Background: an optimization exercise with open tools, aiming at small area and a short achievable clock period. Do not read the settings as production practice. Where RTL was checked, it was by simulation tests only, not by an equivalence proof against the original.

## ic_line_codec
module ic_line_codec (
    input  wire         clk,
    input  wire         rst,             
    input  wire         rd_valid,
    input  wire [351:0] rd_line,         
    output wire         rd_out_valid,
    output wire [351:0] rd_out_line,     
    output wire [3:0]   rd_out_ce,
    output wire [3:0]   rd_out_ue,
    output wire [15:0]  rd_out_sym,      
    input  wire         wr_valid,
    input  wire [255:0] wr_data,         
    output reg          wr_out_valid,
    output reg  [95:0]  wr_out_check     
);
    wire [95:0] synd;
    wire [43:0] fit;
    wire [95:0] check;
    reg         rd_v_q;
    reg [351:0] rd_line_q;
    reg [31:0]  s0_q;
    reg [43:0]  fit_q;
    genvar l;
    generate
        for (l = 0; l < 4; l = l + 1) begin : g_lane
            ic_syndrome u_syn (
                .word (rd_line[88*l +: 88]),
                .synd (synd[24*l +: 24])
            );
            ic_locate u_loc (
                .synd (synd[24*l +: 24]),
                .fit  (fit[11*l +: 11])
            );
            ic_decoder u_dec (
                .word  (rd_line_q[88*l +: 88]),
                .s0    (s0_q[8*l +: 8]),
                .fit   (fit_q[11*l +: 11]),
                .fixed (rd_out_line[88*l +: 88]),
                .ce    (rd_out_ce[l]),
                .ue    (rd_out_ue[l]),
                .sym   (rd_out_sym[4*l +: 4])
            );
            ic_encoder u_enc (
                .data  (wr_data[64*l +: 64]),
                .check (check[24*l +: 24])
            );
            always @(posedge clk)
                s0_q[8*l +: 8] <= synd[24*l +: 8];
        end
    endgenerate
    always @(posedge clk) begin
        if (rst) begin
            rd_v_q       <= 1'b0;
            wr_out_valid <= 1'b0;
        end else begin
            rd_v_q       <= rd_valid;
            wr_out_valid <= wr_valid;
        end
        rd_line_q    <= rd_line;
        fit_q        <= fit;
        wr_out_check <= check;
  ...
clock: 6.0 ns
lec_check: 0
cap_margin: 20
core_margin: 2
core_utilization: 55
setup_slack_margin: 2.2
slew_margin: 20
standard.sh (not shown) runs the stock make flow with config.mk's settings and CLKGATE_MAP_FILE= SYNTH_SCRIPT=/design/flow/synth_recipe.tcl, a recipe that flattens the netlist after the stock synthesis.
==> flow/flow/run.sh <==
#!/bin/bash
# The standard layout, with every input and output port buffered by a plain
# buffer cell instead of the one buffer_ports picks by default, and timing
# repair limited to resizing, pin swaps and cloning.
set -euo pipefail
export BUFFER_PORTS_ARGS="-buffer_cell sky130_fd_sc_hd__buf_2"
export SETUP_MOVE_SEQUENCE="unbuffer,sizeup,swap,clone"
bash standard.sh > standard.log 2>&1
Then changed:
==> flow/flow/run.sh (replaced) <==
#!/bin/bash
# The standard layout, with every input and output port buffered by a plain
# buffer cell instead of the one buffer_ports picks by default.
set -euo pipefail
export BUFFER_PORTS_ARGS="-buffer_cell sky130_fd_sc_hd__buf_2"
bash standard.sh > standard.log 2>&1
- SETUP_SLACK_MARGIN: 2.2 -> 1.5
After rerunning: The changed run ran to the end with no violations. Flip-flop and latch count stays the same. Non-clock buffer count increases by 8. Clock-buffer cell count decreases by 2. Cell area decreases by 6.2%. Wire length decreases by about 6%. Global-route usage decreases by 1.8 points. Utilization decreases by 4.3 points.
Then changed:
- SETUP_SLACK_MARGIN: 1.5 -> 2.2
After rerunning: Maximum frequency went up by 11%; utilization went up by 4.6 points; area after synthesis stays the same.
Then changed:
- CORE_UTILIZATION: 55 -> 40
- SETUP_SLACK_MARGIN: 2.2 -> unset
=> Global-route usage is lower by 12 points. Final cell count is higher by 3.5%. Utilization is lower by 22 points.

* * *

Another version of the RTL of ic_line_codec (not shown whole).
For scale: about 6,100 cells after synthesis, ~920 flip-flops.
clock: 6.0 ns
lec_check: 0
cap_margin: 20
core_margin: 2
core_utilization: 55
setup_slack_margin: 3.3
slew_margin: 20
==> flow/flow/run.sh <==
#!/bin/bash
# The standard layout, with every input port buffered by buf_2 and every
# output port by buf_1 (flip-flops drive the outputs) instead of the buffer
# cell buffer_ports picks by default.
set -euo pipefail
export BUFFER_PORTS_ARGS="-inputs -buffer_cell sky130_fd_sc_hd__buf_2"
export POST_GLOBAL_PLACE_TCL="$PWD/flow/outbuf.tcl"
bash standard.sh > standard.log 2>&1
==> flow/flow/outbuf.tcl <==
# Buffer every output port; detailed placement legalizes the new buffers.
buffer_ports -outputs -buffer_cell sky130_fd_sc_hd__buf_1
Then changed:
==> flow/flow/run.sh (replaced) <==
#!/bin/bash
# The standard layout, with every input and output port buffered by a plain
# buffer cell instead of the one buffer_ports picks by default.
set -euo pipefail
export BUFFER_PORTS_ARGS="-buffer_cell sky130_fd_sc_hd__buf_2"
bash standard.sh > standard.log 2>&1
Settings changed: CORE_UTILIZATION 55 to 50, SETUP_SLACK_MARGIN 3.3 to 3.1.
removed: flow/flow/outbuf.tcl
=>
- register-to-register slack loses 0.05 ns
- routed wire length fell by about 2%
- cell count is about the same
- final area fell by about 3%
Then changed:
Settings changed: CORE_UTILIZATION 50 to 62, SETUP_SLACK_MARGIN 3.1 to 3.3.
=> Setup slack loses 0.14 ns. Fmax came out lower by 4.4%. Register-to-register slack loses 0.17 ns. Wire length came out higher by 8.3%. Final area came out higher by 4.8%. Worst hold slack gains 0.0096 ns. Synthesized cell count stays the same. Synthesized area stays the same.
Then changed:
Settings changed: CORE_UTILIZATION 62 to 50.
=> The new run produced a clean layout; setup slack improves by 0.26 ns; hold slack degrades by 0.0065 ns; wire length decreases by a few percent; via count decreases by a little under a tenth; core utilization decreases by 16 points; maximum frequency increases by roughly a tenth.

* * *

## run 1
Another version of the RTL of ic_line_codec (not shown whole).
For scale: about 530 flip-flops.
export LEC_CHECK = 0
export CAP_MARGIN = 20
export CORE_MARGIN = 2
export CORE_UTILIZATION = 40
export SETUP_SLACK_MARGIN = 2.8
export SLEW_MARGIN = 20
create_clock -name core_clock -period 6.0 [get_ports {clk}]
==> flow/flow/run.sh <==
#!/bin/bash
# The standard layout, with every input and output port buffered by a plain
# buffer cell instead of the one buffer_ports picks by default.
set -euo pipefail
export BUFFER_PORTS_ARGS="-buffer_cell sky130_fd_sc_hd__buf_2"
bash standard.sh > standard.log 2>&1
Having completed the whole flow, run 1 delivered a layout that passed the timing, DRC and antenna checks.
#### Input delta (run 2 over run 1)
Settings: clearing SETUP_SLACK_MARGIN, which used to be 2.8.
- Of run 2 and run 1, it is run 2 that has the lower global-route usage.
- As far as number of levels the H-tree was split into goes, run 2 and run 1 are indistinguishable; the numbers are identical.
- Comparing run 2 and run 1, the lower area taken by multi-input logic gates is on run 2.
Function was not checked in any run of this note: the RTL went through the layout flow alone.

* * *

== lane 1 ==
Another version of the RTL of ic_line_codec (not shown whole).
For scale: ~6,000 cells after synthesis, ~1,100 I/O pins, ~0.059 mm2 of cells after synthesis.
==> flow/config.mk <==
export PLATFORM = sky130hd
export DESIGN_NAME = ic_line_codec
export DESIGN_NICKNAME = ic_line_codec
export VERILOG_FILES = /design/flow/design.v
export SDC_FILE = /design/flow/constraint.sdc
export NUM_CORES = 4
export LEC_CHECK = 0
export CAP_MARGIN = 20
export CORE_MARGIN = 2
export CORE_UTILIZATION = 55
export SETUP_SLACK_MARGIN = 3.3
export SLEW_MARGIN = 20
==> flow/constraint.sdc <==
create_clock -name core_clock -period 6.0 [get_ports {clk}]
set_input_delay 1.2000 -clock core_clock [delete_from_list [all_inputs] [get_ports {clk}]]
set_output_delay 1.2000 -clock core_clock [all_outputs]
set_load 0.01 [all_outputs]
==> flow/flow/run.sh <==
#!/bin/bash
# The standard layout, with every input and output port buffered by a plain
# buffer cell instead of the one buffer_ports picks by default, and timing
# repair limited to resizing, pin swaps and cloning.
set -euo pipefail
export BUFFER_PORTS_ARGS="-buffer_cell sky130_fd_sc_hd__buf_2"
export SETUP_MOVE_SEQUENCE="unbuffer,sizeup,swap,clone"
bash standard.sh > standard.log 2>&1
Changes in lane 2 relative to lane 1:
==> flow/flow/run.sh <==
#!/bin/bash
# The standard layout, with every input and output port buffered by a plain
# buffer cell instead of the one buffer_ports picks by default.
set -euo pipefail
export BUFFER_PORTS_ARGS="-buffer_cell sky130_fd_sc_hd__buf_1"
bash standard.sh > standard.log 2>&1
diff --git a/flow/config.mk b/flow/config.mk
--- a/flow/config.mk
+++ b/flow/config.mk
@@ -9,4 +9,4 @@
 export CORE_MARGIN = 2
 export CORE_UTILIZATION = 55
-export SETUP_SLACK_MARGIN = 3.3
+export SETUP_SLACK_MARGIN = 3.4
 export SLEW_MARGIN = 20
--- outcome ---
Lower fraction of standard cell area in multi-input logic goes to lane 2 over lane 1. Compared with lane 1, in lane 2 register-to-register slack went up, global-route usage moved down, antenna diode count lower. Lane 2 against lane 1: wire length of the first global-routing pass went down 24,000 um, number of max-slew violations in the final report flat.
diff inputs: lane 2 => lane 3
==> flow/flow/run.sh <==
#!/bin/bash
# The standard layout, with every input and output port buffered by a plain
# buffer cell instead of the one buffer_ports picks by default.
set -euo pipefail
export BUFFER_PORTS_ARGS="-buffer_cell sky130_fd_sc_hd__buf_2"
bash standard.sh > standard.log 2>&1
diff --git a/flow/config.mk b/flow/config.mk
--- a/flow/config.mk
+++ b/flow/config.mk
@@ -9,4 +9,4 @@
 export CORE_MARGIN = 2
 export CORE_UTILIZATION = 55
-export SETUP_SLACK_MARGIN = 3.4
+export SETUP_SLACK_MARGIN = 3.3
 export SLEW_MARGIN = 20
[summary]
Lane 3 | stages: all done | timing, DRC, antenna: all pass
Compared with lane 2, in lane 3 setup slack increased 0.014 ns; count of input and output buffers essentially unchanged; routed length on met1 increased 4.7%; cell count after placement essentially unchanged.
[compare] base=lane 2 new=lane 3: sequential cell area share picked up an extra 0.83 points, post-synthesis xor/xnor area fraction did not really move, count of clock-buffer cells in the layout now sits lower, time the final worst path needs with I/O delays and setup fell 0.014 ns.
Side by side, utilization of the core after routing turned out lower in lane 3 than in lane 2.
No functional check of the RTL was part of any run of this note.

-- port drivers added, routing unchanged --
Ports are ideal in the flow. The routed layouts listed here were re-timed in OpenROAD.
Step 1: set_driving_cell puts a clkbuf_16 on clk and a buf_2 on each other input, an assumption about the parent block.
Step 2 also shifts input and output timing later by t, the mid clock arrival at the registers, as if the neighbouring blocks saw the same clock.
a / b / c = ideal ports / drivers / drivers and shift; a / b = the first two.
run | t (ns) | slack for setup (ns) | worst setup path after step 2 | pins driven straight from the clock port
the first run of note 1 | 0.726 | 2.081 / 2.108 / 1.382 | input to register | 1
the second run of note 1 | 0.770 | 1.605 / 1.652 / 0.882 | input to register | 1
the third run of note 1 | 0.723 | 2.031 / 2.083 / 1.360 | input to register | 1
the fourth run of note 1 | 0.740 | 1.392 / 1.447 / 0.707 | input to register | 1
the first run of note 2 | 0.788 | 3.162 / 3.162 / 2.528 | input to register | 1
the second run of note 2 | 0.776 | 3.079 / 3.114 / 2.359 | input to register | 1
the third run of note 2 | 0.766 | 2.943 / 2.943 / 2.522 | input to register | 1
the fourth run of note 2 | 0.780 | 3.201 / 3.201 / 2.473 | input to register | 1
run 1 | 0.764 | 2.197 / 2.233 / 1.468 | input to register | 1
run 2 | 0.748 | 1.330 / 1.336 / 0.587 | input to register | 1
lane 1 | 0.806 | 2.398 / 2.398 / 2.398 | register to register | 1
lane 2 | 0.772 | 3.099 / 3.099 / 2.580 | input to register | 1
lane 3 | 0.803 | 3.113 / 3.113 / 2.482 | input to register | 1
After both steps every run listed still meets setup and hold. For run 2, which loses most, drivers alone change the setup slack by +0.006 ns; drivers and shift together by -0.743 ns.
